Background: an optimization exercise with open tools, aiming at small area, a short achievable clock period and few clock cycles. Do not read the settings as production practice.
Function was checked by simulation only, so behaviour that the tests miss may differ from the original.
No activity file was given, so power comes from the tool's default toggle rates.

==> flow/design.v, too long to show whole: its modules and the start of the top module <==
// module welt_mac: 210 lines
// module welt_mul: 978 lines
module welt_mac (
    input  wire        clk,
    input  wire        rst,         
    input  wire        in_valid,
    output wire        in_ready,
    input  wire [31:0] in_a,
    input  wire [31:0] in_b,
    input  wire        in_last,     
    input  wire        in_feed,     
    input  wire [31:0] in_ceil,     
    output wire        out_valid,
    output wire [31:0] out_f32,
    output wire        out_sat,
    output wire        out_clamped,
    output wire        out_nonfinite
);
  // ...
==> flow/flow/run.sh <==
#!/bin/bash
# Layout flow: the standard flow (standard synthesis, floorplan, place,
# CTS, route) with two changes in how the layout is made, the SDC being
# the design's:
#  - the port buffers are buf_2 cells (the default pick is a delay cell);
#  - repair_timing runs with a setup margin, so it works on the paths that
#    set the achieved period, and only on the worst few percent of them.
# Each step's full output is in this folder (standard.log and the ORFS
# logs under orfs/logs).
set -o pipefail
export BUFFER_PORTS_ARGS="-buffer_cell sky130_fd_sc_hd__buf_2"
export SETUP_SLACK_MARGIN=18.4
export TNS_END_PERCENT=5
bash standard.sh > standard.log 2>&1
==> flow/standard.sh <==
#!/bin/bash
# synth_recipe.tcl (not shown) runs the flow's synth.tcl, then flattens the netlist and writes it again
# the make line also repeats each setting of config.mk as NAME=value (left out here)
make -C /OpenROAD-flow-scripts/flow DESIGN_CONFIG=/design/flow/config.mk WORK_HOME=/design/flow/orfs CLKGATE_MAP_FILE= SYNTH_SCRIPT=/design/flow/synth_recipe.tcl "${@:-finish}"
==> flow/config.mk <==
export PLATFORM = sky130hd
export DESIGN_NAME = welt_mac
export DESIGN_NICKNAME = welt_mac
export VERILOG_FILES = /design/flow/design.v
export SDC_FILE = /design/flow/constraint.sdc
export NUM_CORES = 4
export LEC_CHECK = 0
export ABC_AREA = 1
export CAP_MARGIN = 20
export CORE_MARGIN = 2
export CORE_UTILIZATION = 40
export PLACE_DENSITY = 0.6
export SLEW_MARGIN = 20
==> flow/constraint.sdc <==
create_clock -name core_clock -period 24.0 [get_ports {clk}]
set_input_delay 4.8000 -clock core_clock [delete_from_list [all_inputs] [get_ports {clk}]]
set_output_delay 4.8000 -clock core_clock [all_outputs]
set_load 0.01 [all_outputs]
==> metrics.md, run 1 <==
| Metric | Value |
|---|---|
| Pre-CTS worst setup slack | `17.61 ns` |
| R2r endpoint | `x2[58]` |
| Commonest cells after routing, fill and taps aside | `nand2_1 (1083), inv_1 (784), xor2_1 (489)` |
| Most common cell in the netlist | `nand2_1` |
| Dominant cell type by area after synthesis | `dfxtp_1` |
| Area growth syn-to-layout | `9.85%` |
| Layout Utilization | `0.444` |
| P_seq | `0.00127 W` |
| DR vias | `around 39000` |
| Fillers | `roughly 11000` |
| Data required time of the worst path | `19.20 ns` |
| Crit Path Max Fanout | `1` |
| R2R setup slack | `18.40 ns` |
| Sequential cell area | `between 10000 and 15000 um2` |
| Routed wl met2 | `about 65000 um` |
| Outcome | `timing/DRC/antenna clean` |
| Plain + repair buffers | `216` |
| Int Power | `between 0.003 and 0.004 W` |
| Layout net count | `6462` |
| Final WS setup | `between 15 and 20 ns` |
| Synth Area in Simple Gates | `0.174` |
| Initial DRC count | `3015` |
| Critical Path Sink | `out_f32[4]` |
| Post-Syn Nets | `6484` |
| Critical path data arrival time | `1.13 ns` |
| Mux cell area share after synthesis | `0.0146` |
| Distinct cells, synth | `78` |
| Post-synthesis async set-or-reset flop share | `0` |
| Syn avg cell area | `7.49 um2` |
Testbench counts, summed over its fixed seeds: cycles 31,764.
==> run 2, diff against run 1 <==
--- a/flow/config.mk
+++ b/flow/config.mk
@@ -6,5 +6,4 @@
 export NUM_CORES = 4
 export LEC_CHECK = 0
-export ABC_AREA = 1
 export CAP_MARGIN = 20
 export CORE_MARGIN = 2
==> run 2 against run 1 <==
Effect of this change:
- cell count down 5.3%
- worst hold slack better by 0.042 ns
- clock power decreased by 8%
- count of clock-buffer cells in the layout grew 6
- first-iteration DRC count rose by 32%
- largest cell class unchanged
- highest routed layer is now met4
- critical path type unchanged
==> metrics.md, run 2 <==
| Metric | Value |
|---|---|
| Outcome | `timing/DRC/antenna clean` |
| Initial Util | `0.403` |
| CP top delay family | `flip-flops` |
| Synth area leaders | `dfxtp_1 (19%), fa_1 (11%), ha_1 (6.1%), xnor2_1 (5.2%), xor2_1 (4.9%)` |
| Detail Route Antenna Nets | `0` |
| Final setup TNS | `0 ns` |
| CP Cell Sequence | `buf_6` |
| Gate Count Post-Synth | `5500` |
| Die W | `349 um` |
| R2r endpoint | `x2[3]` |
| First-pass GRT wire length | `248000 um` |
| FP Rows | `126` |
| Clock Skew | `a little over 0.08 ns` |
| Crit-path slowest cell | `dfxtp_2` |
| Hold Crit Start | `l1` |
| CTS Buf Count | `55` |
| Crit end category | `primary output` |
| Register area share after synthesis | `0.232` |
| Mapped Area | `47700 um2` |
| Hold crit path type | `register to register` |
| CP bufs+invs | `1` |
| Layout cells sized above 1 | `0.104` |
| Static leakage | `21.8 nW` |
| Data required time of the worst path | `19.20 ns (about the same)` |
| Total core area | `about 120000 um2` |
| Ys flop type | `dfxtp_1` |
| Layout net count | `6014 (-6.9%)` |
| Clock Sinks | `522` |
| Commonest non-fill, non-tap cell in the layout | `dfxtp_1` |
| Top Registers | `acc: 72 flops, x2: 71 flops, m4: 63 flops` |
| Clock transition at path regs | `0.06 ns` |
| VDD IR max | `0.0000919 V` |
| Critical path depth in cells | `1` |
| CTS tree | `done` |
| Post-Syn Nets | `6093 (-6.0%)` |
| Vias/cell | `6.07` |
| Routability cong. | `about 1` |
| Top cells by count, synth | `dfxtp_1 (458), inv_1 (376), nor2_1 (367)` |
| Fmax | `around 170 MHz` |
| Dominant cell type by area after synthesis | `dfxtp_1` |
| Post-synthesis async set-or-reset flop share | `0 (unchanged)` |
| Cell depth of the worst flop-to-flop path | `13` |
| Most flop-heavy register | `acc` |
| Crit Path Max Fanout | `1 (unchanged)` |
| Headroom to the max-slew limit | `0.191` |
| Die ar. | `around 120000 um2` |
| Vias in the first global route | `41437` |
| GRT Total Usage | `0.257` |
| Initial DRC count | `3973 (+32%)` |
| Most common cell in the netlist | `dfxtp_1` |
| Setup CP Type | `register to primary output` |
| HPWL Detailed | `119000 um` |
| Ant diodes | `0` |
| Distinct cells, synth | `109 (+40%)` |
| DRC viols | `0` |
| Final setup violation count | `0` |
| Slew at the pin with the worst max-slew slack | `around 1.2 ns` |
| CP Launch Type | `register` |
| Largest net degree at the start of global routing | `69` |
| Hold slack | `0.332 ns` |
| Root Buffer | `clkbuf_16` |
| Final Max Slew Viols | `0` |
| Cell Pwr Density | `around 140 nW/um2` |
| Final period util | `0.247` |
| Critical Path Start | `o_f32[25]` |
| I/O pins | `approximately 140` |
| R2R setup slack | `18.24 ns (-0.16 ns)` |
| Critical path data arrival time | `1.12 ns (about the same)` |
| Minimum clock period | `5.92 ns` |
| Die Y | `349 um` |
| Post-synth EDFFs | `64` |
| WL final | `about 160000 um` |
| Synth Register Bits | `about 520` |
| IO buf count | `136` |
| Area growth syn-to-layout | `8.73%` |
| Syn avg cell area | `8.67 um2 (+16%)` |
| H-tree depth | `2` |
| Clock latency on the worst-skew pair | `0.68 ns` |
| RR Startpoint | `ps1[28]` |
| Unrepaired setup endpoints after global routing | `yes` |
| YS warnings | `1` |
| Clock Path Buffers | `3` |
| Final hold violation count | `0` |
| Commonest cells after routing, fill and taps aside | `dfxtp_1 (438), inv_1 (376), nor2_1 (365)` |
| Maxcap violations | `0` |
| CP max stage delay | `0.35 ns` |
| Area share of the largest cell type after synthesis | `0.192` |
| DR vias | `42486 (+7.9%)` |
| Critical Path Sink | `out_f32[25]` |
| Largest register FFs | `72` |
| Initial antenna violation count | `2` |
| Drt wl/cell | `roughly 23 um` |
| DRT Pass-1 Iters | `8` |
| Total grt overflow | `0` |
## run 2: worst min-delay path by stage
stage	end	slack [ns]	cells after the start
after global placement	nf2	0.31	0
after floorplan	l1	0.31	0
after CTS	l2	0.33	0
after global routing	l2	0.34	0
final	l2	0.33	0
after detailed placement	nf2	0.31	0
## run 2: logic make-up after synthesis
group | Yosys count | synth area share
and+or+nand+nor | 1410 | 0.146
AOI/OAI and AO/OA | 1486 | 0.214
buffers and inverters | 767 | 0.0618
DFF | 522 | 0.232
adders and majority gates | 495 | 0.171
xor gates and xnor gates | 550 | 0.101
muxes | 270 | 0.0748
## run 2: what timing repair did
action	in CTS	in global routing
gates cloned	0	1
endpoints found under the hold margin	0	0
setup endpoints to repair	72	80
gates resized for setup	25	8
hold buffers	0	0
setup buffers	0	1
pin swaps	0	1
## run 2: area by class of cell
| type | count | area [um2] |
|---|---|---|
| Clock inverter | 28 | 424 |
| Multi-Input combinational cell | 4211 | 33800 |
| Tap cell | 1536 | 1920 |
| Clock buffer | 76 | 1580 |
| Timing Repair Buffer | 243 | 1550 |
| Sequential cell | 522 | 11100 |
| Fill cell | 11617 | 66400 |
| Inverter | 388 | 1470 |
## run 2: metrics by stage
| step | total power (W) | utilization | std cells | setup WS, ns | cell area (um2) |
|---|---|---|---|---|---|
| 3_5_place_dp | 0.00631 | 0.420 | 6898 | 17.41 | 49700 |
| 2_1_floorplan | 0.00475 | - | 5500 | 18.55 | 47700 |
| 3_3_place_gp | 0.00628 | 0.420 | 6898 | 17.41 | 49700 |
| 5_1_grt | 0.00790 | 0.439 | 7004 | 18.03 | 51900 |
| 4_1_cts | 0.00727 | 0.438 | 7002 | 18.04 | 51800 |
| 6_report | 0.00734 | 0.439 | 7004 | 18.08 | 51900 |
## run 2: routing by layer
metal  vias up  share of wire  track usage
met5         -              0            0
met4         0          0.049        0.115
met2      1874           0.46        0.418
met1     20629           0.42        0.337
li1      19538              -            -
met3       445          0.074       0.0394
## run 2: report_power, final
group	switching, W	internal, W
clock network	0.000385	0.000542
logic	0.00314	0.00192
registers	0.000183	0.00117
==> run 3, diff against run 2 <==
--- a/flow/config.mk
+++ b/flow/config.mk
@@ -6,7 +6,10 @@
 export NUM_CORES = 4
 export LEC_CHECK = 0
+export ABC_AREA = 1
 export CAP_MARGIN = 20
 export CORE_MARGIN = 2
-export CORE_UTILIZATION = 40
-export PLACE_DENSITY = 0.6
+export CORE_UTILIZATION = 50
+export CTS_CLUSTER_DIAMETER = 80
+export CTS_CLUSTER_SIZE = 24
+export PLACE_DENSITY = 0.65
 export SLEW_MARGIN = 20
==> run 3 against run 2 <==
Effect of this change:
- still clean
- global-route usage grew 3.6 points
- cell count grew 0.53%
- register-to-register slack improved by 0.22 ns
- via count down 7.0%
- utilization rose by 11 points
- area after synthesis shrank 7.5%
- first-iteration DRC count decreased by 18%
==> metrics.md, run 3 <==
| Metric | Value |
|---|---|
| Initial Util | `0.506 (+0.103)` |
| Vias/cell | `5.61 (-7.5%)` |
| Final setup TNS | `0 ns (unchanged)` |
| HPWL Detailed | `102000 um (-14%)` |
| DRC viols | `0 (unchanged)` |
| Area growth syn-to-layout | `7.92%` |
| Root Buffer | `clkbuf_16` |
| NetSw | `0.00297 W (-20%)` |
| Headroom to the max-slew limit | `0.201 (+0.0102)` |
| Largest register FFs | `72 (unchanged)` |
| I/O pins | `138 (unchanged)` |
| Crit end category | `primary output` |
| Final hold violation count | `0 (unchanged)` |
| Most common cell in the netlist | `nand2_1` |
| Clock transition at path regs | `0.09 ns (+0.03 ns)` |
| Clock latency on the worst-skew pair | `0.61 ns (-0.07 ns)` |
| YS warnings | `1 (unchanged)` |
| Syn avg cell area | `7.49 um2 (-14%)` |
| Int Power | `0.00296 W (-19%)` |
| Post-synthesis async set-or-reset flop share | `0 (unchanged)` |
| Area share of the largest cell type after synthesis | `0.208 (+0.0156)` |
| Clock Sinks | `522 (unchanged)` |
| IO buf count | `136 (unchanged)` |
| Initial DRC count | `3257 (-18%)` |
| WL final | `135000 um (-16%)` |
| Maxcap violations | `0 (unchanged)` |
| Power after layout | `0.00593 W (-19%)` |
| Initial antenna violation count | `2 (unchanged)` |
| Ys flop type | `dfxtp_1` |
| Final setup violation count | `0 (unchanged)` |
| Top cells by count, synth | `nand2_1 (1085), inv_1 (786), xor2_1 (489)` |
| Die ar. | `90700 um2 (-26%)` |
| Combinational cell fraction of total power | `0.666 (-0.023)` |
| Final Max Slew Viols | `0 (unchanged)` |
| Layout net count | `6453 (+7.3%)` |
| Unrepaired setup endpoints after global routing | `yes` |
| Fmax | `170 MHz (+0.50%)` |
| Commonest non-fill, non-tap cell in the layout | `nand2_1` |
| DRT Pass-1 Iters | `6 (-2)` |
| Total grt overflow | `0 (unchanged)` |
| Vias in the first global route | `38250 (-7.7%)` |
| Commonest cells after routing, fill and taps aside | `nand2_1 (1073), inv_1 (784), xor2_1 (486)` |
| CP Cell Sequence | `buf_2` |
| FP Rows | `108 (-14%)` |
| Data required time of the worst path | `19.20 ns (about the same)` |
| Register area share after synthesis | `0.251 (+0.0188)` |
| Hold slack | `0.333 ns (+0.00126 ns)` |
| Post-Syn Nets | `6484 (+6.4%)` |
| CP Launch Type | `register` |
| Crit-path slowest cell | `dfxtp_2` |
| CTS Buf Count | `37 (-33%)` |
| Sw Share | `0.501 (-0.00381)` |
| Post-synth EDFFs | `64 (unchanged)` |
| Hold_buf cts | `0 (unchanged)` |
| Crit Path Max Fanout | `1 (unchanged)` |
| Synth area leaders | `dfxtp_1 (21%), fa_1 (12%), xor2_1 (9.7%), nand2_1 (9.2%), inv_1 (6.7%)` |
| Most flop-heavy register | `acc` |
| DR vias | `39508 (-7.0%)` |
| Synth Register Bits | `522 (unchanged)` |
| Routability cong. | `0.954 (-4.6%)` |
| Drt wl/cell | `19.2 um (-17%)` |
| Setup CP Type | `register to primary output` |
| Dominant cell type by area after synthesis | `dfxtp_1` |
| Pre-CTS worst setup slack | `17.42 ns (+0.00710 ns)` |
| Minimum clock period | `5.89 ns (-0.0297 ns)` |
| H-tree depth | `2 (unchanged)` |
| Clock Path Buffers | `3 (unchanged)` |
| CP top delay family | `flip-flops` |
| Cell Pwr Density | `125 nW/um2 (-12%)` |
| Power share of the sequential group | `0.214 (+0.029)` |
| Clock share of power | `0.120 (-0.006)` |
| Gate Count Post-Synth | `5891 (+7.1%)` |
| Layout Utilization | `0.546 (+0.108)` |
| First-pass GRT wire length | `210000 um (-15%)` |
| Distinct cells, synth | `78 (-28%)` |
| Total core area | `87200 um2 (-26%)` |
| Final period util | `0.245 (-0.00124)` |
| Die Y | `301 um (-14%)` |
| Top Registers | `acc: 72 flops, x2: 71 flops, m4: 63 flops` |
| Largest net degree at the start of global routing | `77 (+12%)` |
| Mapped Area | `44100 um2 (-7.5%)` |
| Slew at the pin with the worst max-slew slack | `1.19 ns (-0.0182 ns)` |
| CP bufs+invs | `1 (unchanged)` |
| CP max stage delay | `0.34 ns (about the same)` |
| Outcome | `timing/DRC/antenna clean` |
| VDD IR max | `0.0000939 V (+2.2%)` |
| Hold crit path type | `register to register` |
| Final WS setup | `18.11 ns (+0.0297 ns)` |
| Critical path data arrival time | `1.09 ns (-0.03 ns)` |
| CTS tree | `done` |
| GRT Total Usage | `0.293 (+0.0359)` |
| Layout cells sized above 1 | `0.0860 (-0.0177)` |
| Static leakage | `22.3 nW (+2.1%)` |
| Clock Skew | `0.0462 ns (-0.0368 ns)` |
| Detail Route Antenna Nets | `0 (unchanged)` |
| Ant diodes | `0 (unchanged)` |
| Die W | `301 um (-14%)` |
run 3: changes by cell type in the layout (fill, tap and decap cells not counted), moves of 221 or more:
cell and delta:
inv_1 +408, a22oi_1 -265, o22ai_1 +250, o21ai_0 +247, xnor2_1 -221, nand2_1 +712
run 3: power groups by stage:
stage,Sequential (W),Clock (W),Combinational (W)
after floorplan,0.00125,0,0.00277
after global placement,0.00128,0,0.00375
after detailed placement,0.00129,0,0.00380
after CTS,0.00127,0.000726,0.00383
after global routing,0.00129,0.000756,0.00449
final,0.00127,0.000711,0.00395
run 3: layer usage:
| metal | vias up | global-route usage | wire (um) |
|---|---|---|---|
| met4 | 2 | 0.160 | 8270 |
| met1 | 18453 | 0.367 | 55000 |
| met5 | - | 0 | 20 |
| li1 | 19119 | - | - |
| met2 | 1503 | 0.490 | 63200 |
| met3 | 431 | 0.0377 | 9000 |
run 3: kinds of logic after synthesis:
logic type	Yosys count	share of synthesized area
AOI/OAI and AO/OA	1269	0.168
and+or+nand+nor	1865	0.174
buffers and inverters	1128	0.0983
DFF	522	0.251
xor gates and xnor gates	551	0.110
adders and majority gates	492	0.184
muxes	64	0.0146
run 3: worst paths after layout:
check,start,slack [ns],cells past startpoint,end
setup / recovery,o_f32[8],18.11,1,out_f32[8]
hold reg to reg,l1,0.33,0,l2
setup reg to reg,pc1[4],18.46,36,x2[69]
hold / removal,l1,0.33,0,l2
run 3: metrics by stage:
| step | instances | area [um2] |
|---|---|---|
| after detailed placement | 6946 | 45600 |
| after global routing | 7041 | 47600 |
| final | 7041 | 47600 |
| after global placement | 6946 | 45500 |
| after floorplan | 5891 | 44100 |
| after CTS | 7011 | 47000 |
run 3: what timing repair did:
item,CTS,global route
pin swaps,0,30
setup endpoints to repair,128,158
buffers inserted,0,27
resized for setup,22,102
hold endpoints to repair,0,0
cloned,0,2
run 3: final cells by class:
cell class / count / area (um2)
clock buffers: 42 / 976
clock inverters: 23 / 378
fillers: 8443 / 39500
inverters: 826 / 3150
multi-input cells: 4241 / 29100
flip-flops and latches: 522 / 11100
well taps: 1155 / 1450
repair buffers: 231 / 1500
repair inverters: 1 / 7.51
==> run 4, diff against run 3 <==
--- a/flow/config.mk
+++ b/flow/config.mk
@@ -7,5 +7,5 @@
 export LEC_CHECK = 0
 export ABC_AREA = 1
-export CAP_MARGIN = 20
+export CAP_MARGIN = 10
 export CORE_MARGIN = 2
 export CORE_UTILIZATION = 50
@@ -13,3 +13,3 @@
 export CTS_CLUSTER_SIZE = 24
 export PLACE_DENSITY = 0.65
-export SLEW_MARGIN = 20
+export SLEW_MARGIN = 10
==> run 4 against run 3 <==
Effect of this change:
- still clean
- critical path depth unchanged
- worst hold slack got worse by 0.0032 ns
- utilization decreased by 0.066 points
- clock skew up 0.0054 ns
- synthesized cell count did not move
- fmax down 0.11%
- sequential power hardly changed
- total power grew 0.16%
- global-route usage about the same
- register-to-register slack gained 0.07 ns
- first-iteration DRC count is 5.2% higher
- count of clock-buffer cells in the layout decreased by 1
- critical endpoint is now out_f32[1]
- largest power group unchanged
==> metrics.md, run 4 <==
| Metric | Value |
|---|---|
| Hold_buf cts | `0 (unchanged)` |
| Vias/cell | `5.61 (-0.11%)` |
| Routability cong. | `0.954 (unchanged)` |
| Syn avg cell area | `7.49 um2 (unchanged)` |
| Outcome | `timing/DRC/antenna clean` |
| DRC viols | `0 (unchanged)` |
| Unrepaired setup endpoints after global routing | `yes` |
| Cell depth of the worst flop-to-flop path | `35 (-2.8%)` |
| Layout net count | `6453 (unchanged)` |
| Final hold violation count | `0 (unchanged)` |
| Post-synthesis compound-gate area fraction | `0.168 (unchanged)` |
| Clock transition at path regs | `0.09 ns (about the same)` |
| Crit-path slowest cell | `dfxtp_2` |
| Xor-xnor portion of the synthesized cell area | `0.110 (unchanged)` |
| Setup CP Type | `register to primary output` |
| Top layer reached by signal wires | `met4` |
| Mapped Area | `44100 um2 (unchanged)` |
| Headroom to the max-slew limit | `0.102 (-0.0996)` |
| Final period util | `0.246 (+0.000275)` |
| Layout cells sized above 1 | `0.0846 (-0.00134)` |
| WL met3 | `8470 um (-5.9%)` |
| Cell Pwr Density | `125 nW/um2 (+0.28%)` |
| Drt wl/cell | `19.3 um (about the same)` |
| Largest net degree at the start of global routing | `77 (unchanged)` |
| Clock Skew | `0.0516 ns (+0.00540 ns)` |
| R2R setup slack | `18.53 ns (+0.07 ns)` |
| First-pass GRT wire length | `210000 um (-0.16%)` |
| Post-synthesis adder-cell area fraction | `0.184 (unchanged)` |
| CTS tree | `done` |
| Fmax | `170 MHz (-0.11%)` |
| Final setup TNS | `0 ns (unchanged)` |
| Hold slack | `0.330 ns (-0.00320 ns)` |
| H-tree depth | `2 (unchanged)` |
| Critical path data arrival time | `1.10 ns (about the same)` |
| Multi-input logic area | `29000 um2 (about the same)` |
| Static leakage | `22.3 nW (about the same)` |
| Register area share after synthesis | `0.251 (unchanged)` |
| GRT Total Usage | `0.293 (about the same)` |
| Initial DRC count | `3426 (+5.2%)` |
| Cell Count, Final, Fillers Out | `7041 (unchanged)` |
| Crit end category | `primary output` |
| RR Startpoint | `ps1[5]` |
| Initial antenna violation count | `0 (-2)` |
| Hold crit path type | `register to register` |
| CP Launch Type | `register` |
| DRT Pass-1 Iters | `7 (+1)` |
| Hold Crit Start | `acc_nf` |
| Clock latency on the worst-skew pair | `0.62 ns (about the same)` |
| Area share of the largest cell type after synthesis | `0.208 (unchanged)` |
| Final Max Slew Viols | `0 (unchanged)` |
| Vias in the first global route | `37913 (-0.88%)` |
| Die ar. | `90700 um2 (unchanged)` |
| Synth Area in Simple Gates | `0.174 (unchanged)` |
| Detail Route Antenna Nets | `0 (unchanged)` |
| Commonest non-fill, non-tap cell in the layout | `nand2_1` |
| Total core area | `87200 um2 (unchanged)` |
| IO buf count | `136 (unchanged)` |
| Top Registers | `acc: 72 flops, x2: 71 flops, m4: 63 flops` |
| Final setup violation count | `0 (unchanged)` |
| FP Rows | `108 (unchanged)` |
| Fillers | `8464 (+0.25%)` |
| Hold endpoint | `nf4` |
| Synth Register Bits | `522 (unchanged)` |
| Post-synthesis async set-or-reset flop share | `0 (unchanged)` |
| CP max stage delay | `0.37 ns (+0.03 ns)` |
| Slew at the pin with the worst max-slew slack | `1.34 ns (+0.149 ns)` |
| YS warnings | `1 (unchanged)` |
| CP bufs+invs | `1 (unchanged)` |
| Worst hold path depth | `0 (unchanged)` |
| Total grt overflow | `0 (unchanged)` |
| Most flop-heavy register | `acc` |
| VDD IR max | `0.0000912 V (-2.9%)` |
| R2r endpoint | `x2[65]` |
| Top cells by count, synth | `nand2_1 (1085), inv_1 (786), xor2_1 (489)` |
| Largest register FFs | `72 (unchanged)` |
| CP Cell Sequence | `buf_6` |
| Distinct cells, synth | `78 (unchanged)` |
| Layout Utilization | `0.546 (-0.000660)` |
| Placed Instances | `6946 (unchanged)` |
| Root Buffer | `clkbuf_16` |
| Combinational family with the most area after synthesis | `adder cells` |
| Initial Util | `0.506 (unchanged)` |
| Crit Path Max Fanout | `1 (unchanged)` |
| CTS Buf Count | `37 (unchanged)` |
| CP top delay family | `flip-flops` |
| HPWL Detailed | `102000 um (about the same)` |
| Synth area leaders | `dfxtp_1 (21%), fa_1 (12%), xor2_1 (9.7%), nand2_1 (9.2%), inv_1 (6.7%)` |
| Die W | `301 um (unchanged)` |
| Dominant cell type by area after synthesis | `dfxtp_1` |
| Routed wl met2 | `63700 um (+0.74%)` |
| Die Y | `301 um (unchanged)` |
| Sequential cell area | `11100 um2 (about the same)` |
| Gate Count Post-Synth | `5891 (unchanged)` |
| WL final | `136000 um (about the same)` |
| Area growth syn-to-layout | `7.79%` |
| DR vias | `39466 (-0.11%)` |
| Data required time of the worst path | `19.20 ns (about the same)` |
| Commonest cells after routing, fill and taps aside | `nand2_1 (1076), inv_1 (785), xor2_1 (485)` |
| Post-synth EDFFs | `64 (unchanged)` |
| Mux cell area share after synthesis | `0.0146 (unchanged)` |
| Minimum clock period | `5.90 ns (+0.00660 ns)` |
| Clock Path Buffers | `3 (unchanged)` |
| Clock Sinks | `522 (unchanged)` |
| Ys flop type | `dfxtp_1` |
| Post-Syn Nets | `6484 (unchanged)` |
| Most common cell in the netlist | `nand2_1` |
| I/O pins | `138 (unchanged)` |
| Maxcap violations | `0 (unchanged)` |
| DRT met1 WL | `55500 um (+1.0%)` |
[run 4: changes by cell type in the layout (fill, tap and decap cells not counted), sizes merged]
cell      delta
diode        +1
clkinvlp     -2
clkinv       +2
clkbuf       -1
[run 4: cell type report]
type | instances | share of cell area
clock buffer | 41 | 0.0204
clock inverter | 23 | 0.00794
inverter | 826 | 0.0659
tap | 1155 | 0.0304
sequential | 522 | 0.234
timing repair buffer | 231 | 0.0312
timing repair inverter | 1 | 0.000105
multi-input combinational | 4241 | 0.610
antenna | 1 | 0.0000526
[run 4: per-layer routing]
layer  GRT usage  up-vias
met5           0        -
met3      0.0334      421
li1            -    19102
met2       0.493     1475
met1       0.371    18468
met4       0.153        0
[run 4: how the worst max path moves through the flow]
stage                  end  startpoint  slack, ns  depth (start not counted)
6_report        out_f32[1]    o_f32[1]      18.10                          1
5_1_grt         out_f32[5]    o_f32[5]      18.08                          1
4_1_cts        out_f32[31]   o_f32[31]      18.07                          1
3_5_place_dp      o_f32[3]      ld4[5]      17.45                         27
3_3_place_gp      o_f32[3]      ld4[5]      17.49                         27
2_1_floorplan          rdy    in_valid      18.58                          6
[run 4: stage by stage]
step           worst slack (ns)  total power (W)  instance area (um2)
6_report                  18.10          0.00594                47600
5_1_grt                   18.08          0.00654                47600
4_1_cts                   18.07          0.00582                47000
3_5_place_dp              17.45          0.00509                45500
3_3_place_gp              17.49          0.00503                45500
2_1_floorplan             18.58          0.00402                44100
[run 4: logic make-up (layout without fill, tap and decap cells)]
family,after synthesis,count (layout)
other cells,0,1
xor+xnor,551,551
flops,522,522
compound gates,1269,1269
fa+ha+maj,492,492
buf+inv,1128,1122
mux,64,64
simple gates,1865,1865
[run 4: what timing repair did]
| item | CTS | global route |
|---|---|---|
| buffers inserted | 0 | 28 |
| cloned | 0 | 2 |
| setup endpoints to repair | 129 | 158 |
| pin swaps | 0 | 32 |
| gates resized for setup | 22 | 88 |
[run 4: power breakdown]
| part | internal (W) | switching [W] |
|---|---|---|
| Sequential | 0.00115 | 0.000119 |
| Combinational | 0.00147 | 0.00249 |
| Clock | 0.000348 | 0.000358 |
==> run 5, diff against run 4 <==
--- a/flow/config.mk
+++ b/flow/config.mk
@@ -9,7 +9,7 @@
 export CAP_MARGIN = 10
 export CORE_MARGIN = 2
-export CORE_UTILIZATION = 50
+export CORE_UTILIZATION = 70
 export CTS_CLUSTER_DIAMETER = 80
 export CTS_CLUSTER_SIZE = 24
-export PLACE_DENSITY = 0.65
+export PLACE_DENSITY = 0.85
 export SLEW_MARGIN = 10
==> run 5 against run 4 <==
Effect of this change:
- sequential power about the same
- clock power fell by 16%
- fmax is 0.86% lower
- worst hold slack better by 0.0040 ns
- non-clock buffer count decreased by 24
- area after synthesis unchanged
- synthesized cell count stayed put
- clock skew shrank 0.019 ns
- global-route usage rose by 11 points
- wire length is 1.5% lower
- critical path depth unchanged
- via count up 3.5%
- largest cell class unchanged
- largest power group unchanged
==> metrics.md, run 5 <==
| Metric | Value |
|---|---|
| Outcome | `timing/DRC/antenna clean` |
| Routability cong. | `1.01 (+6.2%)` |
| I/O pins | `138 (unchanged)` |
| Critical Path Sink | `out_f32[31]` |
| Post-synthesis compound-gate area fraction | `0.168 (unchanged)` |
| H-tree depth | `1 (-1)` |
| Final hold violation count | `0 (unchanged)` |
| Hold_buf cts | `0 (unchanged)` |
| Total core area | `62700 um2 (-28%)` |
| Fmax | `168 MHz (-0.86%)` |
| R2r endpoint | `ps1[26]` |
| Static leakage | `21.9 nW (-1.6%)` |
| Ys flop type | `dfxtp_1` |
| Most flop-heavy register | `acc` |
| Commonest cells after routing, fill and taps aside | `nand2_1 (1082), inv_1 (784), xor2_1 (489)` |
| Initial antenna violation count | `2 (+2)` |
| Vias in the first global route | `39442 (+4.0%)` |
| Clock Skew | `0.0326 ns (-0.0190 ns)` |
| Minimum clock period | `5.95 ns (+0.0510 ns)` |
| Crit end category | `primary output` |
| First-pass GRT wire length | `206000 um (-1.7%)` |
| CTS tree | `done` |
| CP top delay family | `flip-flops` |
| Die ar. | `65100 um2 (-28%)` |
| WL final | `134000 um (-1.5%)` |
| Die W | `255 um (-15%)` |
| DR vias | `40850 (+3.5%)` |
| Final setup violation count | `0 (unchanged)` |
| Largest register FFs | `72 (unchanged)` |
| Root Buffer | `clkbuf_16` |
| CP max stage delay | `0.38 ns (about the same)` |
| Largest net degree at the start of global routing | `80 (+3.9%)` |
| Initial DRC count | `4529 (+32%)` |
| Drt wl/cell | `19.9 um (+3.5%)` |
| FP Rows | `92 (-15%)` |
| Mapped Area | `44100 um2 (unchanged)` |
| Post-synth EDFFs | `64 (unchanged)` |
| IO buf count | `136 (unchanged)` |
| R2R setup slack | `18.28 ns (-0.25 ns)` |
| RR Startpoint | `b0[1]` |
| Synth Register Bits | `522 (unchanged)` |
| Top cells by count, synth | `nand2_1 (1085), inv_1 (786), xor2_1 (489)` |
| Final period util | `0.248 (+0.00213)` |
| Crit Path Max Fanout | `1 (unchanged)` |
| Headroom to the max-slew limit | `0.150 (+0.0480)` |
| Top Registers | `acc: 72 flops, x2: 71 flops, m4: 63 flops` |
| Clock Path Buffers | `3 (unchanged)` |
| CP bufs+invs | `1 (unchanged)` |
| Fillers | `4839 (-43%)` |
| Slew at the pin with the worst max-slew slack | `1.27 ns (-0.0766 ns)` |
| Sequential cell area | `11100 um2 (about the same)` |
| Distinct cells, synth | `78 (unchanged)` |
| VDD IR max | `0.000114 V (+25%)` |
| Data required time of the worst path | `19.20 ns (about the same)` |
| Post-Syn Nets | `6484 (unchanged)` |
| Detail Route Antenna Nets | `0 (unchanged)` |
| CP Cell Sequence | `buf_6` |
| Final Max Slew Viols | `0 (unchanged)` |
| Cell Pwr Density | `125 nW/um2 (-0.24%)` |
| Clock latency on the worst-skew pair | `0.66 ns (+0.04 ns)` |
| Vias/cell | `6.10 (+8.8%)` |
| HPWL Detailed | `97100 um (-4.8%)` |
| Register area share after synthesis | `0.251 (unchanged)` |
| Clock Sinks | `522 (unchanged)` |
| Setup CP Type | `register to primary output` |
| Critical path depth in cells | `1 (unchanged)` |
| Most common cell in the netlist | `nand2_1` |
| CP Launch Type | `register` |
| YS warnings | `1 (unchanged)` |
| DRT Pass-1 Iters | `9 (+2)` |
| Die Y | `255 um (-15%)` |
| Xor-xnor portion of the synthesized cell area | `0.110 (unchanged)` |
| DRC viols | `0 (unchanged)` |
| Layout net count | `6425 (-0.43%)` |
| Critical Path Start | `o_f32[31]` |
| Post-synthesis adder-cell area fraction | `0.184 (unchanged)` |
| Layout cells sized above 1 | `0.0730 (-0.0117)` |
| Crit-path slowest cell | `dfxtp_2` |
| Total grt overflow | `0 (unchanged)` |
| GRT Total Usage | `0.402 (+0.109)` |
| Synth area leaders | `dfxtp_1 (21%), fa_1 (12%), xor2_1 (9.7%), nand2_1 (9.2%), inv_1 (6.7%)` |
| Multi-input logic area | `28800 um2 (-0.85%)` |
| Combinational family with the most area after synthesis | `adder cells` |
| Initial Util | `0.704 (+0.197)` |
| CTS Buf Count | `31 (-16%)` |
| Area growth syn-to-layout | `5.11%` |
| Unrepaired setup endpoints after global routing | `yes` |
| Clock transition at path regs | `0.09 ns (about the same)` |
| Commonest non-fill, non-tap cell in the layout | `nand2_1` |
| Critical path data arrival time | `1.15 ns (+0.05 ns)` |
| Cell depth of the worst flop-to-flop path | `13 (-63%)` |
| Area share of the largest cell type after synthesis | `0.208 (unchanged)` |
| Syn avg cell area | `7.49 um2 (unchanged)` |
| Dominant cell type by area after synthesis | `dfxtp_1` |
| Hold crit path type | `register to register` |
| Gate Count Post-Synth | `5891 (unchanged)` |
| Maxcap violations | `0 (unchanged)` |
| Placed Area | `45100 um2 (-0.91%)` |
| Post-synthesis async set-or-reset flop share | `0 (unchanged)` |
| Synth Area in Simple Gates | `0.174 (unchanged)` |
| Final setup TNS | `0 ns (unchanged)` |
| Design Area, Final | `46400 um2 (-2.5%)` |
| Mux cell area share after synthesis | `0.0146 (unchanged)` |
-- run 5: cell counts after synthesis --
Identical to the previous run, type by type.
-- run 5: timing repair --
action | in CTS | in global routing
setup buffers | 1 | 7
resized for setup | 13 | 38
endpoints found under the setup margin | 79 | 175
pin swaps | 0 | 2
cloned | 1 | 2
-- run 5: metal layers --
metal / up-vias / GRT usage / wire, um
met3: 754 / 0.0828 / 12900
li1: 19033 / - / -
met4: 2 / 0.279 / 11000
met2: 2334 / 0.668 / 61300
met5: - / 0 / 11
met1: 18727 / 0.467 / 48400
-- run 5: final cells by class --
class / count / area share
diodes: 2 / 0.000108
inverters: 826 / 0.0674
well taps: 846 / 0.0228
clock inverters: 15 / 0.00440
flip-flops and latches: 522 / 0.240
clock buffers: 39 / 0.0178
multi-input cells: 4241 / 0.621
repair inverters: 3 / 0.000459
repair buffers: 207 / 0.0269
-- run 5: stage by stage --
step | hold slack (ns) | worst slack, ns | instances | utilization | power [W]
3_3_place_gp | 0.312 | 18.24 | 6634 | 0.719 | 0.00492
5_1_grt | 0.338 | 17.97 | 6700 | 0.739 | 0.00629
2_1_floorplan | 0.310 | 18.58 | 5891 | - | 0.00402
6_report | 0.334 | 18.05 | 6701 | 0.739 | 0.00578
3_5_place_dp | 0.314 | 18.15 | 6634 | 0.719 | 0.00504
4_1_cts | 0.335 | 18.04 | 6690 | 0.737 | 0.00566
-- run 5: kinds of logic after synthesis --
| kind of cell | after synthesis |
|---|---|
| compound gates | 1269 |
| xor+xnor | 551 |
| fa+ha+maj | 492 |
| buf+inv | 1128 |
| flops | 522 |
| mux | 64 |
| simple gates | 1865 |
-- run 5: worst min-delay path by stage --
stage               slack [ns]  from  endpoint  depth (start not counted)
CTS                       0.33    l1        l2                          0
detailed placement        0.31    l1        l2                          0
global route              0.34    l0        l1                          0
global placement          0.31    l0        l1                          0
floorplan                 0.31    l0        l1                          0
finish                    0.33    l0        l1                          0
-- run 5: power by group --
| group | leakage [nW] | total [W] | switching, W | internal, W |
|---|---|---|---|---|
| Combinational | 17.0 | 0.00392 | 0.00249 | 0.00143 |
| Clock | 0.496 | 0.000591 | 0.000331 | 0.000259 |
| Sequential | 4.44 | 0.00127 | 0.000120 | 0.00115 |
| Total | 21.9 | 0.00578 | 0.00294 | 0.00284 |
==> run 6, diff against run 5 <==
--- a/flow/config.mk
+++ b/flow/config.mk
@@ -9,7 +9,7 @@
 export CAP_MARGIN = 10
 export CORE_MARGIN = 2
-export CORE_UTILIZATION = 70
+export CORE_UTILIZATION = 60
 export CTS_CLUSTER_DIAMETER = 80
 export CTS_CLUSTER_SIZE = 24
-export PLACE_DENSITY = 0.85
+export PLACE_DENSITY = 0.75
 export SLEW_MARGIN = 10
==> run 6 against run 5 <==
Effect of this change:
- highest routed layer is now met4
- via count down 2.1%
- register-to-register slack better by 0.04 ns
- area after synthesis unchanged
- sequential power is essentially flat
- critical endpoint is now out_f32[3]
- die area grew 16%
- clock power up 7.6%
==> metrics.md, run 6 <==
| Metric | Value |
|---|---|
| Post-synthesis async set-or-reset flop share | `0 (unchanged)` |
| Total core area | `72800 um2 (+16%)` |
| Syn avg cell area | `7.49 um2 (unchanged)` |
| Routability cong. | `0.990 (-2.4%)` |
| Crit Path Max Fanout | `1 (unchanged)` |
| CP Launch Type | `register` |
| HPWL Detailed | `100000 um (+3.5%)` |
| Most common cell in the netlist | `nand2_1` |
| Hold_buf cts | `0 (unchanged)` |
| CTS tree | `done` |
| Top cells by count, synth | `nand2_1 (1085), inv_1 (786), xor2_1 (489)` |
| Layout net count | `6443 (+0.28%)` |
| Synth Register Bits | `522 (unchanged)` |
| Vias/cell | `5.85 (-4.0%)` |
| Top Registers | `acc: 72 flops, x2: 71 flops, m4: 63 flops` |
| Placed Area | `45400 um2 (+0.54%)` |
| Hold slack | `0.333 ns (-0.000764 ns)` |
| VDD IR max | `0.000127 V (+11%)` |
| Ant diodes | `0 (-2)` |
| CP Cell Sequence | `buf_6` |
| Largest register FFs | `72 (unchanged)` |
| Maxcap violations | `0 (unchanged)` |
| Post-Syn Nets | `6484 (unchanged)` |
| WL met3 | `9910 um (-23%)` |
| Clock transition at path regs | `0.10 ns (about the same)` |
| Root Buffer | `clkbuf_16` |
| YS warnings | `1 (unchanged)` |
| Data required time of the worst path | `19.20 ns (about the same)` |
| First-pass GRT wire length | `206000 um (about the same)` |
| Final setup violation count | `0 (unchanged)` |
| WL final | `134000 um (+0.31%)` |
| Mapped Area | `44100 um2 (unchanged)` |
| Design Area, Final | `46800 um2 (+0.95%)` |
| Headroom to the max-slew limit | `0.203 (+0.0531)` |
| Outcome | `timing/DRC/antenna clean` |
| DRT Pass-1 Iters | `8 (-1)` |
| Die Y | `275 um (+7.9%)` |
| CTS Buf Count | `34 (+9.7%)` |
| Unrepaired setup endpoints after global routing | `yes` |
| Area share of the largest cell type after synthesis | `0.208 (unchanged)` |
| DRT met1 WL | `51900 um (+7.2%)` |
| Register area share after synthesis | `0.251 (unchanged)` |
| Final setup TNS | `0 ns (unchanged)` |
| Initial Util | `0.606 (-0.0976)` |
| Detail Route Antenna Nets | `0 (unchanged)` |
| Most flop-heavy register | `acc` |
| CP max stage delay | `0.37 ns (about the same)` |
| Dominant cell type by area after synthesis | `dfxtp_1` |
| Setup CP Type | `register to primary output` |
| Final period util | `0.245 (-0.00324)` |
| Final Max Slew Viols | `0 (unchanged)` |
| Initial DRC count | `4148 (-8.4%)` |
| Slew at the pin with the worst max-slew slack | `1.19 ns (-0.0747 ns)` |
| Clock Skew | `0.0362 ns (+0.00358 ns)` |
| Die ar. | `75700 um2 (+16%)` |
| Minimum clock period | `5.87 ns (-0.0778 ns)` |
| Fillers | `6584 (+36%)` |
| Commonest cells after routing, fill and taps aside | `nand2_1 (1084), inv_1 (783), xor2_1 (489)` |
| Clock Sinks | `522 (unchanged)` |
| Vias in the first global route | `38624 (-2.1%)` |
| Commonest non-fill, non-tap cell in the layout | `nand2_1` |
| Synth area leaders | `dfxtp_1 (21%), fa_1 (12%), xor2_1 (9.7%), nand2_1 (9.2%), inv_1 (6.7%)` |
| Distinct cells, synth | `78 (unchanged)` |
| Static leakage | `22.1 nW (+0.74%)` |
| I/O pins | `138 (unchanged)` |
| IO buf count | `136 (unchanged)` |
| Multi-input logic area | `28800 um2 (about the same)` |
| Top layer reached by signal wires | `met4` |
| Post-synth EDFFs | `64 (unchanged)` |
| Layout cells sized above 1 | `0.0770 (+0.00403)` |
| CP top delay family | `flip-flops` |
| Sequential cell area | `11100 um2 (about the same)` |
| Critical path depth in cells | `1 (unchanged)` |
| Routed wl met2 | `63100 um (+2.9%)` |
| Worst hold path depth | `0 (unchanged)` |
| Power after layout | `0.00577 W (-0.24%)` |
| Largest net degree at the start of global routing | `79 (-1.3%)` |
| GRT Total Usage | `0.346 (-0.0562)` |
| Cell Pwr Density | `123 nW/um2 (-1.2%)` |
| DR vias | `39980 (-2.1%)` |
| Clock Path Buffers | `3 (unchanged)` |
| DRC viols | `0 (unchanged)` |
| FP Rows | `99 (+7.6%)` |
| Gate Count Post-Synth | `5891 (unchanged)` |
| Total grt overflow | `0 (unchanged)` |
| Critical path data arrival time | `1.07 ns (-0.08 ns)` |
| H-tree depth | `2 (+1)` |
| Drt wl/cell | `19.6 um (-1.6%)` |
| Final hold violation count | `0 (unchanged)` |
| Crit-path slowest cell | `dfxtp_2` |
| Area growth syn-to-layout | `6.11%` |
| Cell depth of the worst flop-to-flop path | `21 (+8)` |
| Crit end category | `primary output` |
| Initial antenna violation count | `0 (-2)` |
| Fmax | `170 MHz (+1.3%)` |
| CP bufs+invs | `1 (unchanged)` |
| Hold crit path type | `register to register` |
| Ys flop type | `dfxtp_1` |
| Die W | `275 um (+7.9%)` |
| Clock latency on the worst-skew pair | `0.59 ns (-0.07 ns)` |
## run 6: cell counts after synthesis
No cell type changed its count.
## run 6: area by class of cell
type,count,area share
sequential,522,0.237
tap,959,0.0256
clock buffer,42,0.0199
multi-input combinational,4241,0.615
clock inverter,15,0.00449
timing repair inverter,2,0.000267
inverter,826,0.0669
timing repair buffer,223,0.0307
## run 6: kinds of logic (layout without fill, tap and decap cells)
| logic type | Yosys count | in the layout | synth area share |
|---|---|---|---|
| buffers and inverters | 1128 | 1108 | 0.0983 |
| AOI/OAI and AO/OA | 1269 | 1269 | 0.168 |
| xor gates and xnor gates | 551 | 551 | 0.110 |
| muxes | 64 | 64 | 0.0146 |
| adders and majority gates | 492 | 492 | 0.184 |
| DFF | 522 | 522 | 0.251 |
| and+or+nand+nor | 1865 | 1865 | 0.174 |
## run 6: final timing paths
check	slack [ns]	start	end
worst min register to register	0.33	nf1	nf2
worst min-delay path	0.33	nf1	nf2
worst max register to register	18.32	b0[30]	st1
worst max-delay path	18.13	o_f32[3]	out_f32[3]
## run 6: where the power goes
part	leakage (nW)	total (W)	internal [W]	switching, W
Clock	0.555	0.000636	0.000302	0.000334
Combinational	17.1	0.00385	0.00141	0.00244
Sequential	4.44	0.00128	0.00115	0.000127
## run 6: routing by layer
metal,track usage,vias to the layer above
met1,0.416,18513
met3,0.0480,541
met2,0.592,1843
li1,-,19083
met5,0,-
met4,0.205,0
## run 6: through the flow
step / utilization / std cells / worst slack [ns]
2_1_floorplan: - / 5891 / 18.58
3_3_place_gp: 0.623 / 6760 / 18.08
3_5_place_dp: 0.623 / 6760 / 18.05
4_1_cts: 0.639 / 6817 / 18.10
5_1_grt: 0.643 / 6830 / 18.09
6_report: 0.643 / 6830 / 18.13
## run 6: repair_timing
| item | in CTS | in global routing |
|---|---|---|
| gates resized for setup | 16 | 51 |
| pin swaps | 0 | 1 |
| buffers inserted | 0 | 10 |
| endpoints found under the setup margin | 80 | 156 |
| cloned | 0 | 3 |
==> run 7, diff against run 6 <==
==> flow/flow/run.sh (replaced) <==
#!/bin/bash
set -o pipefail
export SETUP_SLACK_MARGIN=18
export TNS_END_PERCENT=5
bash standard.sh > standard.log 2>&1
==> flow/config.mk (replaced) <==
export PLATFORM = sky130hd
export DESIGN_NAME = welt_mac
export DESIGN_NICKNAME = welt_mac
export VERILOG_FILES = /design/flow/design.v
export SDC_FILE = /design/flow/constraint.sdc
export NUM_CORES = 4
export LEC_CHECK = 0
export CAP_MARGIN = 20
export CORE_MARGIN = 2
export CORE_UTILIZATION = 40
export PLACE_DENSITY = 0.6
export SLEW_MARGIN = 20
==> run 7 against run 6 <==
Effect of this change:
- fmax fell by 3.3%
- global-route usage fell by 8.8 points
- critical path depth did not move
- largest power group unchanged
- via count rose by 6.0%
- total power rose by 28%
- count of clock-buffer cells in the layout rose by 38
- combinational power rose by 32%
- first-iteration DRC count rose by 2.3%
- clock skew rose by 0.018 ns
- largest cell class unchanged
==> metrics.md, run 7 <==
| Metric | Value |
|---|---|
| Total grt overflow | `0 (unchanged)` |
| Mapped Area | `47700 um2 (+8.1%)` |
| Post-Syn Nets | `6093 (-6.0%)` |
| Clock transition at path regs | `0.07 ns (-0.03 ns)` |
| Clock Skew | `0.0545 ns (+0.0183 ns)` |
| RR Startpoint | `ps1[26]` |
| Register area share after synthesis | `0.232 (-0.0188)` |
| Post-synth EDFFs | `64 (unchanged)` |
| GRT Total Usage | `0.258 (-0.0879)` |
| Synth area leaders | `dfxtp_1 (19%), fa_1 (11%), ha_1 (6.1%), xnor2_1 (5.2%), xor2_1 (4.9%)` |
| Layout net count | `6014 (-6.7%)` |
| I/O pins | `138 (unchanged)` |
| Placed Instances | `6897 (+2.0%)` |
| DRT Pass-1 Iters | `6 (-2)` |
| Cell Pwr Density | `141 nW/um2 (+14%)` |
| CP top delay family | `flip-flops` |
| Cell Count, Final, Fillers Out | `7005 (+2.6%)` |
| Total core area | `118000 um2 (+62%)` |
| HPWL Detailed | `119000 um (+18%)` |
| FP Rows | `126 (+27%)` |
| Gate Count Post-Synth | `5500 (-6.6%)` |
| Initial antenna violation count | `0 (unchanged)` |
| Most flop-heavy register | `acc` |
| Ys flop type | `dfxtp_1` |
| Design Area, Final | `52500 um2 (+12%)` |
| Final Max Slew Viols | `0 (unchanged)` |
| Final setup violation count | `0 (unchanged)` |
| Slew at the pin with the worst max-slew slack | `1.20 ns (+0.0112 ns)` |
| Unrepaired setup endpoints after global routing | `yes` |
| Fillers | `11655 (+77%)` |
| Distinct cells, synth | `109 (+40%)` |
| Minimum clock period | `6.07 ns (+0.197 ns)` |
| Crit end category | `primary output` |
| Die W | `349 um (+27%)` |
| Int Power | `0.00369 W (+29%)` |
| Placed Area | `50400 um2 (+11%)` |
| CTS tree | `done` |
| Post-CTS Setup Inserts | `0 (unchanged)` |
| Commonest cells after routing, fill and taps aside | `dfxtp_1 (442), inv_1 (376), nor2_1 (364)` |
| Final setup TNS | `0 ns (unchanged)` |
| Crit-path slowest cell | `dfxtp_1` |
| IO buf count | `136 (unchanged)` |
| First-pass GRT wire length | `248000 um (+20%)` |
| CP max stage delay | `0.34 ns (-0.03 ns)` |
| Maxcap violations | `0 (unchanged)` |
| Hold crit path type | `register to register` |
| Largest net degree at the start of global routing | `69 (-13%)` |
| Largest register FFs | `72 (unchanged)` |
| Routability cong. | `1.01 (+1.6%)` |
| Critical Path Start | `o_f32[25]` |
| Clock share of power | `0.129 (+0.019)` |
| Critical Path Sink | `out_f32[25]` |
| Power share of the sequential group | `0.183 (-0.039)` |
| Clock latency on the worst-skew pair | `0.68 ns (+0.09 ns)` |
| WL final | `162000 um (+21%)` |
| Sw Share | `0.501 (-0.00179)` |
| Outcome | `timing/DRC/antenna clean` |
| Dominant cell type by area after synthesis | `dfxtp_1` |
| CTS Buf Count | `57 (+68%)` |
| Data required time of the worst path | `19.20 ns (about the same)` |
| Clock Sinks | `522 (unchanged)` |
| Die ar. | `122000 um2 (+61%)` |
| Root Buffer | `clkbuf_16` |
| Drt wl/cell | `23.1 um (+18%)` |
| Synth Register Bits | `522 (unchanged)` |
| Headroom to the max-slew limit | `0.177 (-0.0263)` |
| Most common cell in the netlist | `dfxtp_1` |
| CP Cell Sequence | `clkdlybuf4s15_1` |
| Area share of the largest cell type after synthesis | `0.192 (-0.0156)` |
| R2r endpoint | `x2[49]` |
| Final hold violation count | `0 (unchanged)` |
| DRC viols | `0 (unchanged)` |
| Critical path data arrival time | `1.27 ns (+0.20 ns)` |
| Die Y | `349 um (+27%)` |
| Vias in the first global route | `41502 (+7.5%)` |
| Final period util | `0.253 (+0.00822)` |
| Post-synthesis async set-or-reset flop share | `0 (unchanged)` |
| Critical path depth in cells | `1 (unchanged)` |
| CP bufs+invs | `1 (unchanged)` |
| Detail Route Antenna Nets | `0 (unchanged)` |
| Worst hold path depth | `0 (unchanged)` |
| VDD IR max | `0.0000951 V (-25%)` |
| Initial DRC count | `4243 (+2.3%)` |
| Setup CP Type | `register to primary output` |
| NetSw | `0.00371 W (+28%)` |
| Static leakage | `21.8 nW (-1.2%)` |
| Top cells by count, synth | `dfxtp_1 (458), inv_1 (376), nor2_1 (367)` |
| DR vias | `42376 (+6.0%)` |
| H-tree depth | `2 (unchanged)` |
| R2R setup slack | `18.14 ns (-0.18 ns)` |
| Top Registers | `acc: 72 flops, x2: 71 flops, m4: 63 flops` |
| Vias/cell | `6.05 (+3.3%)` |
| Syn avg cell area | `8.67 um2 (+16%)` |
| Crit Path Max Fanout | `1 (unchanged)` |
| Area growth syn-to-layout | `9.97%` |
| YS warnings | `1 (unchanged)` |
| Commonest non-fill, non-tap cell in the layout | `dfxtp_1` |
| Cell depth of the worst flop-to-flop path | `13 (-38%)` |
| Layout cells sized above 1 | `0.0797 (+0.00273)` |
| Clock Path Buffers | `3 (unchanged)` |
| Combinational cell fraction of total power | `0.688 (+0.020)` |
| Fmax | `165 MHz (-3.3%)` |
| CP Launch Type | `register` |
| Ant diodes | `0 (unchanged)` |
| Initial Util | `0.403 (-0.202)` |
[run 7: cells by family after synthesis]
kind of cell,synth area share
AO/OA/AOI/OAI,0.214
XOR/XNOR,0.101
adder cells (fa/ha/maj),0.171
buffers and inverters,0.0618
flip-flops,0.232
multiplexers,0.0748
AND/OR/NAND/NOR,0.146
[run 7: final cells by class]
| class | count | area [um2] | area share |
|---|---|---|---|
| inverter | 388 | 1460 | 0.0279 |
| clock buffer | 80 | 1690 | 0.0322 |
| multi-input combinational | 4211 | 33800 | 0.644 |
| timing repair buffer | 241 | 2120 | 0.0405 |
| clock inverter | 27 | 393 | 0.00749 |
| tap | 1536 | 1920 | 0.0366 |
| sequential | 522 | 11100 | 0.212 |
[run 7: worst min path at each step]
stage / startpoint / end / slack (ns)
floorplan: l0 / l1 / 0.31
global placement: nf1 / nf2 / 0.32
detailed placement: l0 / l1 / 0.32
CTS: nf1 / nf2 / 0.30
global route: nf1 / nf2 / 0.32
finish: nf1 / nf2 / 0.31
[run 7: repair_timing]
action	CTS	global route
resized for setup	65	23
setup endpoints to repair	70	65
pin swaps	0	0
hold buffers	0	0
[run 7: layer usage]
metal,vias to the layer above,GRT usage,wire (um)
met5,-,0,0
met1,20597,0.335,67500
met2,1812,0.431,75800
met3,412,0.0366,11400
met4,0,0.107,6960
li1,19555,-,-
[run 7: through the flow]
stage / worst slack, ns / total power (W) / utilization / hold slack (ns)
after floorplan: 18.55 / 0.00475 / - / 0.310
after global placement: 17.38 / 0.00631 / 0.426 / 0.316
after detailed placement: 17.33 / 0.00635 / 0.426 / 0.318
after CTS: 17.86 / 0.00733 / 0.444 / 0.298
after global routing: 17.89 / 0.00794 / 0.444 / 0.316
final: 17.93 / 0.00739 / 0.444 / 0.309
[run 7: worst reg2reg max path, stage by stage (launching register included)]
cell and delay [ns]:
dfxtp_1 0.30, ha_1 0.53, nand4_1 0.39, nor4_1 0.93, a22oi_1 0.48, nand3_1 0.22
a21oi_1 0.07, a2111oi_0 0.51, nor4_1 0.21, a211oi_1 0.59, mux2i_1 0.39, o211ai_1 0.47
nor2_1 0.08, a211oi_1 0.55
[run 7: power groups by stage]
stage,clock network [W],registers (W),logic (W)
global route,0.00101,0.00138,0.00555
global placement,0,0.00137,0.00494
finish,0.000951,0.00135,0.00509
detailed placement,0,0.00137,0.00498
floorplan,0,0.00128,0.00347
CTS,0.000977,0.00135,0.00500
==> run 8, diff against run 7 <==
==> flow/run.sh (new file) <==
#!/bin/bash
# synth_recipe.tcl (not shown) runs the flow's synth.tcl, then flattens the netlist and writes it again
# the make line also repeats each setting of config.mk as NAME=value (left out here)
make -C /OpenROAD-flow-scripts/flow DESIGN_CONFIG=/design/flow/config.mk WORK_HOME=/design/flow/orfs CLKGATE_MAP_FILE= SYNTH_SCRIPT=/design/flow/synth_recipe.tcl finish
removed: flow/flow/run.sh
removed: flow/standard.sh
==> run 8 against run 7 <==
Effect of this change:
- non-clock buffer count unchanged
- clock skew grew 0.0011 ns
- critical endpoint is now o_f32[18]
- register-to-register slack worse by 0.90 ns
- flip-flop and latch count did not move
- critical path type is now register to register
- largest power group unchanged
- worst hold slack about the same
- total power increased by 0.19%
- via count about the same
- highest routed layer unchanged
==> metrics.md, run 8 <==
| Metric | Value |
|---|---|
| Pre-CTS worst setup slack | `17.33 ns (unchanged)` |
| Clock latency on the worst-skew pair | `0.68 ns (about the same)` |
| CTS Buf Count | `57 (unchanged)` |
| Post-synth EDFFs | `64 (unchanged)` |
| Fmax | `148 MHz (-10%)` |
| Critical path data arrival time | `7.30 ns (+6.03 ns)` |
| Clock transition at path regs | `0.06 ns (about the same)` |
| Ys flop type | `dfxtp_1` |
| Top cells by count, synth | `dfxtp_1 (458), inv_1 (376), nor2_1 (367)` |
| DR vias | `42392 (+0.038%)` |
| DRC viols | `0 (unchanged)` |
| Distinct cells, synth | `109 (unchanged)` |
| VDD IR max | `0.0000955 V (+0.36%)` |
| Die ar. | `122000 um2 (unchanged)` |
| CP max stage delay | `0.81 ns (+0.47 ns)` |
| Final period util | `0.281 (+0.0287)` |
| Minimum clock period | `6.76 ns (+0.689 ns)` |
| DRT Pass-1 Iters | `6 (unchanged)` |
| Final setup violation count | `0 (unchanged)` |
| Crit end category | `register` |
| Ant diodes | `0 (unchanged)` |
| Initial DRC count | `4247 (+0.094%)` |
| CTS tree | `done` |
| GRT Total Usage | `0.258 (about the same)` |
| Most common cell in the netlist | `dfxtp_1` |
| Layout net count | `6014 (unchanged)` |
| Total grt overflow | `0 (unchanged)` |
| H-tree depth | `2 (unchanged)` |
| Die Y | `349 um (unchanged)` |
| Commonest non-fill, non-tap cell in the layout | `dfxtp_1` |
| Clock Path Buffers | `3 (unchanged)` |
| Die W | `349 um (unchanged)` |
| Synth Register Bits | `522 (unchanged)` |
| Cell Count, Final, Fillers Out | `7005 (unchanged)` |
| Slew at the pin with the worst max-slew slack | `1.29 ns (+0.0906 ns)` |
| Routability cong. | `1.01 (unchanged)` |
| Dominant cell type by area after synthesis | `dfxtp_1` |
| HPWL Detailed | `119000 um (unchanged)` |
| Setup CP Type | `register to register` |
| CP top delay family | `simple AND/OR/NAND/NOR gates` |
| WL final | `162000 um (about the same)` |
| Post-synthesis async set-or-reset flop share | `0 (unchanged)` |
| Area growth syn-to-layout | `9.97% (unchanged)` |
| Post-Syn Nets | `6093 (unchanged)` |
| Placed Instances | `6897 (unchanged)` |
| Hold_buf cts | `0 (unchanged)` |
| Power after layout | `0.00741 W (+0.19%)` |
| First-pass GRT wire length | `248000 um (about the same)` |
| Largest register FFs | `72 (unchanged)` |
| Headroom to the max-slew limit | `0.115 (-0.0620)` |
| Final hold violation count | `0 (unchanged)` |
| Commonest cells after routing, fill and taps aside | `dfxtp_1 (446), inv_1 (376), nor2_1 (364)` |
| YS warnings | `1 (unchanged)` |
| Cell Pwr Density | `141 nW/um2 (+0.19%)` |
| Clock Skew | `0.0556 ns (+0.00107 ns)` |
| Top Registers | `acc: 72 flops, x2: 71 flops, m4: 63 flops` |
| Final WS setup | `17.24 ns (-0.689 ns)` |
| Layout cells sized above 1 | `0.0762 (-0.00347)` |
| Maxcap violations | `0 (unchanged)` |
| Final setup TNS | `0 ns (unchanged)` |
| Crit-path slowest cell | `clkinv_1` |
| Initial antenna violation count | `0 (unchanged)` |
| Syn avg cell area | `8.67 um2 (unchanged)` |
| Root Buffer | `clkbuf_16` |
| Mapped Area | `47700 um2 (unchanged)` |
| Largest net degree at the start of global routing | `69 (unchanged)` |
| Vias/cell | `6.05 (about the same)` |
| Fillers | `11649 (-0.051%)` |
| Data required time of the worst path | `24.54 ns (+5.34 ns)` |
| Most flop-heavy register | `acc` |
| Register area share after synthesis | `0.232 (unchanged)` |
| Clock Sinks | `522 (unchanged)` |
| Vias in the first global route | `41505 (+0.0072%)` |
| Final Max Slew Viols | `0 (unchanged)` |
| Total core area | `118000 um2 (unchanged)` |
| CP bufs+invs | `3 (+2)` |
| Outcome | `timing/DRC/antenna clean` |
| Crit Path Max Fanout | `26 (+25)` |
| Synth area leaders | `dfxtp_1 (19%), fa_1 (11%), ha_1 (6.1%), xnor2_1 (5.2%), xor2_1 (4.9%)` |
| Unrepaired setup endpoints after global routing | `no` |
| Detail Route Antenna Nets | `0 (unchanged)` |
| Drt wl/cell | `23.1 um (about the same)` |
| Static leakage | `21.8 nW (-0.20%)` |
| I/O pins | `138 (unchanged)` |
| FP Rows | `126 (unchanged)` |
| IO buf count | `136 (unchanged)` |
| CP Cell Sequence | `buf_4 > clkinv_1 > mux4_2 > mux2i_1 > nor2_1 > o31ai_1 > ha_1 > nand4_1 > nor4_1 > nand2_1 > or4_1 > nand3_1 > a21oi_1 > o21ai_0 > a21oi_1 > or4_1 > buf_4 > nand2_1 > o22ai_1` |
| Gate Count Post-Synth | `5500 (unchanged)` |
| PostCTS Resize Cnt | `0 (-100%)` |
| Post-CTS Setup Inserts | `0 (unchanged)` |
| Area share of the largest cell type after synthesis | `0.192 (unchanged)` |
| CP Launch Type | `register` |
| Initial Util | `0.403 (unchanged)` |
| Hold crit path type | `register to register` |
run 8: through the flow:
stage | utilization | instance area (um2) | hold slack [ns]
after global placement | 0.426 | 50400 | 0.316
final | 0.444 | 52500 | 0.309
after detailed placement | 0.426 | 50400 | 0.318
after floorplan | - | 47700 | 0.310
after global routing | 0.444 | 52500 | 0.316
after CTS | 0.444 | 52500 | 0.298
run 8: path summary, 6_finish.rpt:
path                            startpoint         to  slack (ns)  depth (start not counted)
worst max-delay path                ld4[4]  o_f32[18]       17.24                         19
worst min-delay path                   nf1        nf2        0.31                          0
worst max register to register      ld4[4]  o_f32[18]       17.24                         19
worst min register to register         nf1        nf2        0.31                          0
run 8: area by class of cell:
type | instances | area [um2] | area share
clock buffer | 80 | 1690 | 0.0322
inverter | 388 | 1460 | 0.0278
tap | 1536 | 1920 | 0.0366
clock inverter | 27 | 393 | 0.00749
multi-input combinational | 4211 | 33800 | 0.643
sequential | 522 | 11100 | 0.212
timing repair buffer | 241 | 2150 | 0.0409
run 8: cells by family (layout without fill, tap and decap cells):
family          Yosys count  in the layout  synth area share
flops                   522            522             0.232
fa+ha+maj               495            495             0.171
simple gates           1410           1410             0.146
mux                     270            270            0.0748
compound gates         1486           1486             0.214
xor+xnor                550            550             0.101
buf+inv                 767            736            0.0618
run 8: worst reg2reg max path: stages, from the launching register on:
cell and delay [ns]:
dfxtp_1 0.31, buf_4 0.33, clkinv_1 0.83, mux4_2 0.60, mux2i_1 0.28, nor2_1 0.07
o31ai_1 0.55, ha_1 0.26, nand4_1 0.10, nor4_1 0.44, nand2_1 0.16, or4_1 0.64
nand3_1 0.14, a21oi_1 0.05, o21ai_0 0.09, a21oi_1 0.11, or4_1 0.81, buf_4 0.35
nand2_1 0.34, o22ai_1 0.17
run 8: layer usage:
layer	track usage	share of wire
met1	0.335	0.42
met2	0.431	0.47
met3	0.0366	0.071
met4	0.107	0.044
met5	0	0
run 8: power by group:
| group | switching (W) | total, W | leakage [nW] | internal (W) |
|---|---|---|---|---|
| logic | 0.00314 | 0.00510 | 16.3 | 0.00197 |
| registers | 0.000183 | 0.00135 | 4.44 | 0.00117 |
| clock network | 0.000390 | 0.000951 | 0.997 | 0.000561 |

-- port drivers added, routing unchanged --
The results above use ideal ports. As a check the final layouts listed here were re-extracted and re-timed, cells and wires unchanged. Step 1 assumes that a clkbuf_16 drives the clock port and a buf_2 every other input. Step 2, shift: input delay + t, output delay - t, t = (earliest + latest rising clock arrival at the registers) / 2. This alone moves slack from input paths to output paths. a / b / c = ideal / step 1 / step 2; a / b = the first two.
run	t, ns	setup WS [ns]	worst register clock-pin slew, ns	cell pins on the clock port's net
run 1	0.701	18.074 / 18.008 / 18.398	0.07 / 0.07	1
run 2	0.711	18.080 / 18.007 / 18.245	0.07 / 0.07	1
run 3	0.661	18.110 / 18.040 / 18.436	0.10 / 0.10	1
run 4	0.668	18.104 / 18.031 / 18.428	0.10 / 0.10	1
run 5	0.710	18.052 / 17.986 / 18.276	0.10 / 0.10	1
run 6	0.637	18.130 / 18.066 / 18.316	0.10 / 0.10	1
run 7	0.728	17.933 / 17.861 / 18.048	0.07 / 0.07	1
run 8	0.729	17.244 / 17.244 / 17.244	0.07 / 0.07	1
After both steps every run listed still meets setup and hold.
